This is an optimization exercise on Yosys and OpenROAD, whose aim is small area, a short achievable clock period and few clock cycles per item, not a production implementation. Function was checked by simulation only, so behaviour that the tests miss may differ from the original. Power is estimated from default activity; no workload was simulated.

// contone_block_dec
module contone_block_dec (
    input  wire       clk,
    input  wire       rst,           
    input  wire       in_valid,      
    output reg        in_ready,
    input  wire [7:0] in_data,
    input  wire       n_valid,       
    output reg        n_ready,
    input  wire [7:0] n_data,
    input  wire       n_sol,         
    output reg        out_valid,     
    input  wire       out_ready,
    output reg  [7:0] out_data,
    output reg        out_last       
);
    reg  [23:0] bb;                  
    reg  [4:0]  bn;
    wire        in_fire = in_valid & in_ready;
    wire [1:0]  bm  = bn[4:3];
    wire [2:0]  pad = bn[2:0];
    reg  [21:0] bw;                      
    always @(*) begin
        case (bm)
            2'd0:    bw = {bb[6:0], 15'd0};
            2'd1:    bw = {bb[14:0], 7'd0};
            2'd2:    bw = bb[22:1];
            default: bw = {7'd0, bb[23:9]};
        endcase
    end
    wire [21:0] bws = bw >> pad;
    wire [14:0] win = bws[14:0];         
    wire [7:0]  hdr = (bm == 2'd3) ? bb[23:16] : (bm == 2'd2) ? bb[15:8] : bb[7:0];
    reg         active;              
    reg         kzero, kesc;         
    reg  [1:0]  sel_p;
    reg  [2:0]  sel_k;
    reg  [5:0]  cnt;                 
    reg  [1:0]  qa;                  
    reg         tv;
    reg  [7:0]  tz;
    reg  [3:0]  tp;                  
    reg         traw, tlast;
    reg         nv;
    reg  [7:0]  nr;
    reg         nsol;
    reg  [7:0]  nwp;                 
    reg  [8:0]  nd;                  
    reg         ndz;                 
    reg         sv;                  
    reg  [7:0]  sd;
    reg         sl;
    wire        fire = tv & nv & ~sv;
    wire        tadv = ~tv | fire;
    wire        n_fire = n_valid & n_ready;
    wire        ones8 = &win[14:7];
    reg  [7:0]  oh;                  
    reg  [2:0]  q;
    integer     qi;
    always @(*) begin
        oh = 8'd0;
        q  = 3'd0;
        for (qi = 7; qi >= 0; qi = qi - 1)
            if (!win[14-qi]) begin
                oh = 8'd1 << qi;
                q  = qi[2:0];
            end
    end
    reg  [6:0]  tail;                
    integer     ti;
    always @(*) begin
        tail = 7'd0;
        for (ti = 0; ti < 8; ti = ti + 1)
            if (oh[ti]) tail = tail | ((win << (ti + 1)) >> 8);
    end
    wire [11:0] zq     = {qa, q, tail} >> (3'd7 - sel_k);
  ...
For scale: roughly 1400 cells after synthesis, roughly 110 flip-flops.
export LEC_CHECK = 0
export ABC_AREA = 1
export CAP_MARGIN = 20
export CORE_MARGIN = 2
export CORE_UTILIZATION = 40
export SLEW_MARGIN = 20
create_clock -name core_clock -period 12.0 [get_ports {clk}]
standard.sh (not shown) runs the stock make flow with config.mk's settings and CLKGATE_MAP_FILE= SYNTH_SCRIPT=/design/flow/synth_recipe.tcl, a recipe that flattens the netlist after the stock synthesis.
==> flow/flow/run.sh <==
#!/bin/bash
# Standard layout with three changes after the standard synthesis: the
# slow delay buffers are not used for repair and port buffers, every port
# gets a plain buffer, and timing repair aims for 8.6 ns of setup slack.
set -euo pipefail
bash standard.sh synth > synth.log 2>&1
export DONT_USE_CELLS="sky130_fd_sc_hd__clkdlybuf4s15_1 sky130_fd_sc_hd__clkdlybuf4s15_2 sky130_fd_sc_hd__clkdlybuf4s18_1 sky130_fd_sc_hd__clkdlybuf4s18_2 sky130_fd_sc_hd__clkdlybuf4s25_1 sky130_fd_sc_hd__clkdlybuf4s25_2 sky130_fd_sc_hd__clkdlybuf4s50_1 sky130_fd_sc_hd__clkdlybuf4s50_2"
export BUFFER_PORTS_ARGS="-buffer_cell sky130_fd_sc_hd__buf_4"
export SETUP_SLACK_MARGIN=8.6
bash standard.sh > layout.log 2>&1
Testbench counts at the start, summed over its fixed seeds: cycles 169,781, blocks 2,560.
==> next run, changes <==
--- a/flow/flow/run.sh
+++ b/flow/flow/run.sh
@@ -4 +4 @@
-# gets a plain buffer, and timing repair aims for 8.6 ns of setup slack.
+# gets a plain buffer, and timing repair aims for 7.8 ns of setup slack.
@@ -9 +9 @@
-export SETUP_SLACK_MARGIN=8.6
+export SETUP_SLACK_MARGIN=7.8
--- a/flow/config.mk
+++ b/flow/config.mk
@@ -8 +7,0 @@
-export ABC_AREA = 1
Result:
- via count came out lower by about a fifth
- final area came out lower by roughly a tenth
- routed wire length came out lower by roughly a tenth
- global-route usage came out lower by 1.6 points
- worst setup slack loses 520 ps
- fmax came out lower by roughly a tenth
- clock skew is about the same
- sequential share of layout area came out higher by 3.5 points
==> next run, changes <==
--- a/flow/flow/run.sh
+++ b/flow/flow/run.sh
@@ -4 +4 @@
-# gets a plain buffer, and timing repair aims for 7.8 ns of setup slack.
+# gets a plain buffer, and timing repair aims for 8.2 ns of setup slack.
@@ -9 +9 @@
-export SETUP_SLACK_MARGIN=7.8
+export SETUP_SLACK_MARGIN=8.2
--- a/flow/config.mk
+++ b/flow/config.mk
@@ -7,0 +8 @@
+export ABC_AREA = 1
Result: Combinational power came out lower by a few percent. Wire length came out higher by a few percent. Die area came out higher by a few percent. Final area came out higher by a few percent. Worst hold slack is worse by 20 ps. Synthesized cell count came out higher by well over a third. Clock-buffer cell count does not change. Via count came out higher by about a fifth. Core utilization came out lower by 1.4 points.

what the ideal ports hide:
In the flow no input, the clock included, has a driving cell. The finished layouts below were timed again as built, in two steps.
Step 1 (the two cells are an assumption about what drives the block):
set clk [get_ports {clk}]
set_driving_cell -lib_cell sky130_fd_sc_hd__clkbuf_16 $clk
set_driving_cell -lib_cell sky130_fd_sc_hd__buf_2 [delete_from_list [all_inputs] $clk]
Step 2 moves the port delays by t, midway between the first and last clock arrival at a register: inputs arrive t later, outputs are due t later. That takes back most of the time a late clock gives input paths.
a / b / c = ideal / step 1 / step 2; a / b = the first two.
run	shift t [ns]	setup WS [ns]	worst hold slack (ns)	cell pins on the clock port's net
the first run	0.408	8.381 / 8.391 / 7.983	0.470 / 0.470 / 0.470	1
the second run	0.405	7.861 / 7.861 / 7.676	0.483 / 0.483 / 0.483	1
the third run	0.407	8.290 / 8.317 / 7.910	0.463 / 0.463 / 0.463	1
After both steps every run listed still meets setup and hold. For the first run, which loses most, drivers alone change the setup slack by +0.010 ns; drivers and shift together by -0.398 ns.
